This is an optimization exercise on Yosys and OpenROAD, whose aim is small area, a short achievable clock period and few clock cycles, not a production implementation. The RTL was checked by simulation tests, not by an equivalence proof against the original design.

==> 09-02: inputs <==
==> flow/design.v (excerpt) <==
module crc_block (
    input  wire        clk,
    input  wire        rst,
    input  wire        reg_we,
    input  wire [9:0]  reg_waddr,
    input  wire [31:0] reg_wdata,
    input  wire        reg_re,
    input  wire [9:0]  reg_raddr,
    output wire [31:0] reg_rdata,
    input  wire        cmd_valid,
    input  wire        cmd_op,
    input  wire [3:0]  cmd_unit,
    output reg         cmd_ready,
    output reg         resp_valid,
    output reg  [7:0]  resp_status,
    input  wire        s_valid,
    output wire        s_ready,
    input  wire [7:0]  s_data,
    input  wire        s_first,
    input  wire        s_last,
    input  wire        s_dir,       
    input  wire [7:0]  s_svc,
    input  wire [15:0] s_peer,
    output reg         r_valid,
    output reg         r_hit,
    output reg  [3:0]  r_unit,
    output reg         r_ok,
    output reg  [10:0] r_len,
    output reg  [31:0] r_crc,
    output reg  [31:0] r_app
);
    localparam [7:0] ST_OK        = 8'h00;
    localparam [7:0] ST_BIND_DUP  = 8'h40;
    localparam [7:0] ST_CFG_RANGE = 8'h41;
    function [7:0] rev8(input [7:0] b);
        integer i;
        begin
            for (i = 0; i < 8; i = i + 1)
                rev8[i] = b[7-i];
        end
    endfunction
    function [31:0] rev32(input [31:0] v);
        integer i;
        begin
            for (i = 0; i < 32; i = i + 1)
                rev32[i] = v[31-i];
        end
    endfunction
    function [31:0] width_mask(input [5:0] w);
  ...
clock: 18.0 ns
lec_check: 0
cap_margin: 30
core_margin: 2
core_utilization: 60
place_density: 0.7
slew_margin: 45
synth_hierarchical: 1
standard.sh (not shown) runs the stock make flow with config.mk's settings and CLKGATE_MAP_FILE= SYNTH_SCRIPT=/design/flow/synth_recipe.tcl, a recipe that flattens the netlist after the stock synthesis.
==> flow/flow/run.sh <==
#!/bin/bash
# Layout flow: the standard ORFS flow (standard.sh: the unchanged standard
# synthesis, floorplan, power grid, placement, CTS and routing) with these
# changes to how the layout is made:
#  - timing repair aims below the clock period: repair_timing works on the
#    worst paths longer than 18 ns - SETUP_SLACK_MARGIN;
#  - ports get buf_2 buffers (repair resizes them where timing needs it);
set -euo pipefail
bash standard.sh \
  SETUP_SLACK_MARGIN=12.8 \
  TNS_END_PERCENT=5 \
  "BUFFER_PORTS_ARGS=-buffer_cell sky130_fd_sc_hd__buf_2" \
  "CTS_ARGS=-sink_clustering_enable -repair_clock_nets -sink_clustering_size 25 -sink_clustering_max_diameter 70 -dont_use_dummy_load" \
  finish > flow.log 2>&1
==> inputs of 01-04, as changes to 09-02 <==
--- a/flow/design.v
+++ b/flow/design.v
@@ -228,24 +228,23 @@
     reg [1:0]  c_mode;
     reg [7:0]  c_status;
     assign s_ready = 1'b1;
     reg        rst_q;
     always @(posedge clk)
         rst_q <= rst;
     reg [15:0] lk_spec, lk_wild, dup_v;
     integer    ui;
-    wire       key_lo = (a_svc[7:6] == 2'b00);
     always @(*) begin
         for (ui = 0; ui < 16; ui = ui + 1) begin
-            lk_spec[ui] = en[ui] && u_mode[2*ui + a_dir] && key_lo && u_svc[8*ui +: 6] == a_svc[5:0] &&
+            lk_spec[ui] = en[ui] && u_mode[2*ui + a_dir] && u_svc[8*ui +: 8] == a_svc &&
                           u_peer[16*ui +: 16] != 16'hFFFF && u_peer[16*ui +: 16] == a_peer;
-            lk_wild[ui] = en[ui] && u_mode[2*ui + a_dir] && key_lo && u_svc[8*ui +: 6] == a_svc[5:0] &&
+            lk_wild[ui] = en[ui] && u_mode[2*ui + a_dir] && u_svc[8*ui +: 8] == a_svc &&
                           u_peer[16*ui +: 16] == 16'hFFFF;
-            dup_v[ui]   = en[ui] && (c_unit != ui) && u_svc[8*ui +: 6] == a_svc[5:0] &&
+            dup_v[ui]   = en[ui] && (c_unit != ui) && u_svc[8*ui +: 8] == a_svc &&
                           u_peer[16*ui +: 16] == a_peer && (u_mode[2*ui +: 2] & c_mode) != 2'b00;
         end
     end
     function [3:0] lowest(input [15:0] v);
         integer i;
         begin
             lowest = 4'd0;
             for (i = 15; i >= 0; i = i - 1)
@@ -272,55 +271,44 @@
     always @(*)
         for (ui = 0; ui < 16; ui = ui + 1)
             u_cfgw[12*ui +: 12] = {u_mode[2*ui +: 2], u_strip[ui], u_order[ui], u_refout[ui],
                                    u_refin[ui], u_width[6*ui +: 6]};
     reg [16*24-1:0] u_bindw;
     always @(*)
         for (ui = 0; ui < 16; ui = ui + 1)
             u_bindw[24*ui +: 24] = {u_peer[16*ui +: 16], u_svc[8*ui +: 8]};
-    wire [11:0] m_cfgw_n;
-    wire [23:0] m_bindw_n;
-    wire [31:0] m_poly_n, m_init_n, m_xorout_n, m_check_n, m_good_n, m_bad_n;
-    crc_block_sel16 #(.W(12)) mx_cfg  (.sel(sel_cfg),  .d(u_cfgw),   .q_n(m_cfgw_n));
-    crc_block_sel16 #(.W(32)) mx_poly (.sel(sel_poly), .d(u_poly),   .q_n(m_poly_n));
-    crc_block_sel16 #(.W(32)) mx_init (.sel(sel_init), .d(u_init),   .q_n(m_init_n));
-    crc_block_sel16 #(.W(32)) mx_xo   (.sel(sel_xo),   .d(u_xorout), .q_n(m_xorout_n));
-    crc_block_sel16 #(.W(24)) mx_bind (.sel(sel_bind), .d(u_bindw),  .q_n(m_bindw_n));
-    crc_block_sel16 #(.W(32)) mx_chk  (.sel(sel_chk),  .d(u_check),  .q_n(m_check_n));
-    crc_block_sel16 #(.W(32)) mx_good (.sel(sel_good), .d(u_good),   .q_n(m_good_n));
-    crc_block_sel16 #(.W(32)) mx_bad  (.sel(sel_bad),  .d(u_bad),    .q_n(m_bad_n));
-    wire [11:0] m_cfgw   = ~m_cfgw_n;
-    wire [23:0] m_bindw  = ~m_bindw_n;
-    wire [31:0] m_poly   = ~m_poly_n;
-    wire [31:0] m_init   = ~m_init_n;
-    wire [31:0] m_xorout = ~m_xorout_n;
-    wire [31:0] m_good   = ~m_good_n;
-    wire [31:0] m_bad    = ~m_bad_n;
+    wire [11:0] m_cfgw;
+    wire [23:0] m_bindw;
+    wire [31:0] m_poly, m_init, m_xorout, m_check, m_good, m_bad;
+    crc_block_sel16 #(.W(12)) mx_cfg  (.sel(sel_cfg),  .d(u_cfgw),   .q(m_cfgw));
+    crc_block_sel16 #(.W(32)) mx_poly (.sel(sel_poly), .d(u_poly),   .q(m_poly));
+    crc_block_sel16 #(.W(32)) mx_init (.sel(sel_init), .d(u_init),   .q(m_init));
+    crc_block_sel16 #(.W(32)) mx_xo   (.sel(sel_xo),   .d(u_xorout), .q(m_xorout));
+    crc_block_sel16 #(.W(24)) mx_bind (.sel(sel_bind), .d(u_bindw),  .q(m_bindw));
+    crc_block_sel16 #(.W(32)) mx_chk  (.sel(sel_chk),  .d(u_check),  .q(m_check));
+    crc_block_sel16 #(.W(32)) mx_good (.sel(sel_good), .d(u_good),   .q(m_good));
+    crc_block_sel16 #(.W(32)) mx_bad  (.sel(sel_bad),  .d(u_bad),    .q(m_bad));
     wire [5:0]  m_width  = m_cfgw[5:0];
     wire        m_refin  = m_cfgw[6];
     wire        m_refout = m_cfgw[7];
     wire        m_order  = m_cfgw[8];
     wire        m_strip  = m_cfgw[9];
     wire [1:0]  m_mode   = m_cfgw[11:10];
     wire [7:0]  m_svc    = m_bindw[7:0];
     wire [15:0] m_peer   = m_bindw[23:8];
-    wire [31:0] cfg_n  = {18'h3FFFF, m_cfgw_n[11:6], 2'b11, m_cfgw_n[5:0]};
-    wire [31:0] bind_n = {m_bindw_n[23:8], 8'hFF, m_bindw_n[7:0]};
-    wire [31:0] st_n   = ~(((reg_raddr[9:2] == 8'h00) ? {16'd0, en}  : 32'd0) |
-                           ((reg_raddr[9:2] == 8'h01) ? {16'd0, err} : 32'd0));
+    wire [31:0] rdata_a = ((reg_raddr[9:2] == 8'h00) ? {16'd0, en}  : 32'd0) |
+                          ((reg_raddr[9:2] == 8'h01) ? {16'd0, err} : 32'd0) |
+                          {18'd0, m_mode, m_strip, m_order, m_refout, m_refin, 2'd0, m_width} |
+                          m_poly | m_init | m_xorout | {m_peer, 8'd0, m_svc};
+    wire [31:0] rdata_b = m_check | m_good | m_bad;
     reg  [31:0] rd_a_n, rd_b_n;    
-    wire [31:0] rdata_a_n, rdata_b_n;
-    crc_block_and7 #(.W(32)) rd_a_and (.a(cfg_n), .b(m_poly_n), .c(m_init_n), .d(m_xorout_n),
-                                       .e(bind_n), .f(st_n), .g(32'hFFFF_FFFF), .y(rdata_a_n));
-    crc_block_and3or #(.W(32)) rd_b_and (.a(m_check_n), .b(m_good_n), .c(m_bad_n), .o(rst_q),
-                                         .y(rdata_b_n));
     always @(posedge clk) begin
-        rd_a_n <= rdata_a_n;
-        rd_b_n <= rdata_b_n;
+        rd_a_n <= ~rdata_a;
+        rd_b_n <= rst_q ? 32'hFFFF_FFFF : ~rdata_b;
     end
     assign reg_rdata = ~(rd_a_n & rd_b_n);
     wire [63:0] p_poly_w = {p_poly, 32'd0} >> p_width;
     wire [63:0] p_init_w = {p_init, 32'd0} >> p_width;
     wire [31:0] crc_in   = c_first ? f_init : run_crc;
     wire [10:0] n_in     = c_first ? 11'd0 : run_n;
     wire [31:0] hist_in  = c_first ? 32'd0 : run_hist;
     wire        feed     = !f_dir || (!c_first && run_fed);
@@ -669,59 +657,17 @@
 module crc_block_g_nor4 (input wire a, input wire b, input wire c, input wire d, output wire y);
     assign y = ~(a | b | c | d);
 endmodule
 module crc_block_sel16 #(
     parameter W = 32
 ) (
     input  wire [15:0]     sel,
     input  wire [16*W-1:0] d,
-    output wire [W-1:0]    q_n
+    output reg  [W-1:0]    q
 );
-    reg [W-1:0] q;
     integer u;
     always @(*) begin
         q = {W{1'b0}};
         for (u = 0; u < 16; u = u + 1)
             q = q | (d[W*u +: W] & {W{sel[u]}});
     end
-    assign q_n = ~q;
-endmodule
-module crc_block_and7 #(
-    parameter W = 32
-) (
-    input  wire [W-1:0] a, b, c, d, e, f, g,
-    output wire [W-1:0] y
-);
-    genvar i;
-    generate
-        for (i = 0; i < W; i = i + 1) begin : ab
-            wire t0, t1;
-            crc_block_g_nand4 g0 (.a(a[i]), .b(b[i]), .c(c[i]), .d(d[i]), .y(t0));
-            crc_block_g_nand3 g1 (.a(e[i]), .b(f[i]), .c(g[i]), .y(t1));
-            crc_block_g_nor2  g2 (.a(t0), .b(t1), .y(y[i]));
-        end
-    endgenerate
-endmodule
-module crc_block_and3or #(
-    parameter W = 32
-) (
-    input  wire [W-1:0] a, b, c,
-    input  wire         o,
-    output wire [W-1:0] y
-);
-    wire o_n;
-    crc_block_g_inv g_o (.a(o), .y(o_n));
-    genvar i;
-    generate
-        for (i = 0; i < W; i = i + 1) begin : ab
-            wire t;
-            crc_block_g_nand3 g0 (.a(a[i]), .b(b[i]), .c(c[i]), .y(t));
-            crc_block_g_nand2 g1 (.a(t), .b(o_n), .y(y[i]));
-        end
-    endgenerate
-endmodule
-module crc_block_g_nand4 (input wire a, input wire b, input wire c, input wire d, output wire y);
-    assign y = ~(a & b & c & d);
-endmodule
-module crc_block_g_nor2 (input wire a, input wire b, output wire y);
-    assign y = ~(a | b);
 endmodule
==> flow/flow/run.sh (replaced) <==
#!/bin/bash
# Layout flow: the standard ORFS flow (standard.sh: the unchanged standard
# synthesis, floorplan, power grid, placement, CTS and routing) with these
# changes to how the layout is made:
#  - timing repair aims below the clock period: repair_timing works on the
#    worst paths longer than 18 ns - SETUP_SLACK_MARGIN;
#  - ports get buf_2 buffers (repair resizes them where timing needs it);
set -euo pipefail
bash standard.sh \
  SETUP_SLACK_MARGIN=12.5 \
  TNS_END_PERCENT=5 \
  "BUFFER_PORTS_ARGS=-buffer_cell sky130_fd_sc_hd__buf_2" \
  "CTS_ARGS=-sink_clustering_enable -repair_clock_nets -sink_clustering_size 25 -sink_clustering_max_diameter 70 -dont_use_dummy_load" \
  finish > flow.log 2>&1
==> flow/config.mk (replaced) <==
export PLATFORM = sky130hd
export DESIGN_NAME = crc_block
export DESIGN_NICKNAME = crc_block
export VERILOG_FILES = /design/flow/design.v
export SDC_FILE = /design/flow/constraint.sdc
export NUM_CORES = 8
export LEC_CHECK = 0
export CAP_MARGIN = 20
export CORE_MARGIN = 2
export CORE_UTILIZATION = 60
export PLACE_DENSITY = 0.7
export SLEW_MARGIN = 20
export SYNTH_HIERARCHICAL = 1
==> inputs of 04-05, as changes to 09-02 <==
==> flow/flow/run.sh (replaced) <==
#!/bin/bash
# Layout flow: the standard ORFS flow (standard.sh: the unchanged standard
# synthesis, floorplan, power grid, placement, CTS and routing) with these
# changes to how the layout is made:
#  - timing repair aims below the clock period: repair_timing works on the
#    worst paths longer than 18 ns - SETUP_SLACK_MARGIN;
#  - the steps estimate wire delays with flow/rc.tcl (the platform's wire RC
#    scaled by 1.4) instead of the platform's setRC.tcl;
#  - ports get buf_2 buffers (repair resizes them where timing needs it);
set -euo pipefail
bash standard.sh \
  SETUP_SLACK_MARGIN=12.5 \
  TNS_END_PERCENT=5 \
  "LAYER_PARASITICS_FILE=$PWD/flow/rc.tcl" \
  "BUFFER_PORTS_ARGS=-buffer_cell sky130_fd_sc_hd__buf_2" \
  "CTS_ARGS=-sink_clustering_enable -repair_clock_nets -sink_clustering_size 25 -sink_clustering_max_diameter 70 -dont_use_dummy_load" \
  finish > flow.log 2>&1
==> flow/flow/rc.tcl (new file) <==
set k 1.4
set_layer_rc -layer li1 -capacitance [expr {$k * 1.499e-04}] -resistance [expr {$k * 7.176e-02}]
set_layer_rc -layer met1 -capacitance [expr {$k * 1.72375E-04}] -resistance [expr {$k * 8.929e-04}]
set_layer_rc -layer met2 -capacitance [expr {$k * 1.36233E-04}] -resistance [expr {$k * 8.929e-04}]
set_layer_rc -layer met3 -capacitance [expr {$k * 2.14962E-04}] -resistance [expr {$k * 1.567e-04}]
set_layer_rc -layer met4 -capacitance [expr {$k * 1.48128E-04}] -resistance [expr {$k * 1.567e-04}]
set_layer_rc -layer met5 -capacitance [expr {$k * 1.54087E-04}] -resistance [expr {$k * 1.781e-05}]

set_layer_rc -via mcon -resistance 9.249146E-3
set_layer_rc -via via -resistance 4.5E-3
set_layer_rc -via via2 -resistance 3.368786E-3
set_layer_rc -via via3 -resistance 0.376635E-3
set_layer_rc -via via4 -resistance 0.00580E-3

set_wire_rc -signal -layer met1
set_wire_rc -clock -layer met3
==> inputs of 01-08, as changes to 09-02 <==
--- a/flow/design.v
+++ b/flow/design.v
@@ -228,24 +228,23 @@
     reg [1:0]  c_mode;
     reg [7:0]  c_status;
     assign s_ready = 1'b1;
     reg        rst_q;
     always @(posedge clk)
         rst_q <= rst;
     reg [15:0] lk_spec, lk_wild, dup_v;
     integer    ui;
-    wire       key_lo = (a_svc[7:6] == 2'b00);
     always @(*) begin
         for (ui = 0; ui < 16; ui = ui + 1) begin
-            lk_spec[ui] = en[ui] && u_mode[2*ui + a_dir] && key_lo && u_svc[8*ui +: 6] == a_svc[5:0] &&
+            lk_spec[ui] = en[ui] && u_mode[2*ui + a_dir] && u_svc[8*ui +: 8] == a_svc &&
                           u_peer[16*ui +: 16] != 16'hFFFF && u_peer[16*ui +: 16] == a_peer;
-            lk_wild[ui] = en[ui] && u_mode[2*ui + a_dir] && key_lo && u_svc[8*ui +: 6] == a_svc[5:0] &&
+            lk_wild[ui] = en[ui] && u_mode[2*ui + a_dir] && u_svc[8*ui +: 8] == a_svc &&
                           u_peer[16*ui +: 16] == 16'hFFFF;
-            dup_v[ui]   = en[ui] && (c_unit != ui) && u_svc[8*ui +: 6] == a_svc[5:0] &&
+            dup_v[ui]   = en[ui] && (c_unit != ui) && u_svc[8*ui +: 8] == a_svc &&
                           u_peer[16*ui +: 16] == a_peer && (u_mode[2*ui +: 2] & c_mode) != 2'b00;
         end
     end
     function [3:0] lowest(input [15:0] v);
         integer i;
         begin
             lowest = 4'd0;
             for (i = 15; i >= 0; i = i - 1)
==> flow/flow/run.sh (replaced) <==
#!/bin/bash
# Layout flow: the standard ORFS flow (standard.sh: the unchanged standard
# synthesis, floorplan, power grid, placement, CTS and routing) with these
# changes to how the layout is made:
#  - timing repair aims below the clock period: repair_timing works on the
#    worst paths longer than 18 ns - SETUP_SLACK_MARGIN;
#  - ports get buf_2 buffers (repair resizes them where timing needs it);
set -euo pipefail
bash standard.sh \
  SETUP_SLACK_MARGIN=12.5 \
  TNS_END_PERCENT=5 \
  "BUFFER_PORTS_ARGS=-buffer_cell sky130_fd_sc_hd__buf_2" \
  "CTS_ARGS=-sink_clustering_enable -repair_clock_nets -sink_clustering_size 25 -sink_clustering_max_diameter 70 -dont_use_dummy_load" \
  finish > flow.log 2>&1
==> impl_metrics.toml <==
[outcome]
status = "timing/DRC/antenna clean"

[setup_path]
critPathRequiredTime_ns = 18.86
arrival_ns = 6.59

[placed_design]
pre_cts_slack_ns = 9.89
post_dp_cell_area_um2 = 183000

[global_routing]
grtUsageMet2_pct = 55.4
grt_usage_pct = 37.3

[detailed_routing]
drt_iter0_markers = 18800

[power]
p_total_uw = 21500

[final_layout]
seq_area_um2 = 126000
That was 01-04.
==> impl_metrics.toml <==
[outcome]
status = "timing/DRC/antenna clean"

[final_layout]
seq_area_um2 = 126000

[global_routing]
grt_usage_pct = 37.2
grtUsageMet2_pct = 56.6

[power]
p_total_uw = 20700

[placed_design]
pre_cts_slack_ns = 10.17
post_dp_cell_area_um2 = 186000

[detailed_routing]
drt_iter0_markers = 16900

[setup_path]
arrival_ns = 6.41
critPathRequiredTime_ns = 18.83
That was 04-05.
==> impl_metrics.toml <==
[global_routing]
grt_usage_pct = 37.8
grtUsageMet2_pct = 59.5

[placed_design]
post_dp_cell_area_um2 = 186000
pre_cts_slack_ns = 10.12

[outcome]
status = "timing/DRC/antenna clean"

[setup_path]
arrival_ns = 2.15

[final_layout]
seq_area_um2 = 126000

[power]
p_total_uw = 21600
That was 01-08.
==> impl_metrics.toml <==
[final_layout]
seq_area_um2 = 126000

[setup_path]
critPathRequiredTime_ns = 18.87
arrival_ns = 6.69

[power]
p_total_uw = 20700

[global_routing]
grt_usage_pct = 37.7

[detailed_routing]
drt_iter0_markers = 18000

[outcome]
status = "timing/DRC/antenna clean"
That was 09-02.
Testbench counts of 09-02, summed over its fixed seeds: cycles 65,467.
Testbench counts of 01-04, summed over its fixed seeds: cycles 65,467.
Testbench counts of 04-05, summed over its fixed seeds: cycles 65,467.
Testbench counts of 01-08, summed over its fixed seeds: cycles 65,467.

[separate check: timing with driven ports]
How much do the figures lean on ideal ports? The routed layouts below were timed once more, with nothing changed but the port constraints. Step 1 assumes that a clkbuf_16 drives the clock port and a buf_2 every other input. Step 2 also shifts input and output timing later by t, the mid clock arrival at the registers, as if the neighbouring blocks saw the same clock. Slacks: ideal / step 1 / step 2; pairs: ideal / step 1.
run | t (ns) | setup slack, ns | slew at the worst register clock pin (ns) | worst slew at a driven data input, ns
09-02 | 1.026 | 12.183 / 12.190 / 11.187 | 0.10 / 0.10 | 0.22
01-04 | 1.018 | 12.269 / 12.212 / 11.208 | 0.11 / 0.11 | 0.26
04-05 | 1.019 | 12.416 / 12.255 / 11.235 | 0.10 / 0.10 | 0.29
01-08 | 0.992 | 12.253 / 12.152 / 11.313 | 0.10 / 0.10 | 0.17
After both steps every run listed still meets setup and hold. For 04-05, which loses most, drivers alone change the setup slack by -0.161 ns; drivers and shift together by -1.181 ns.
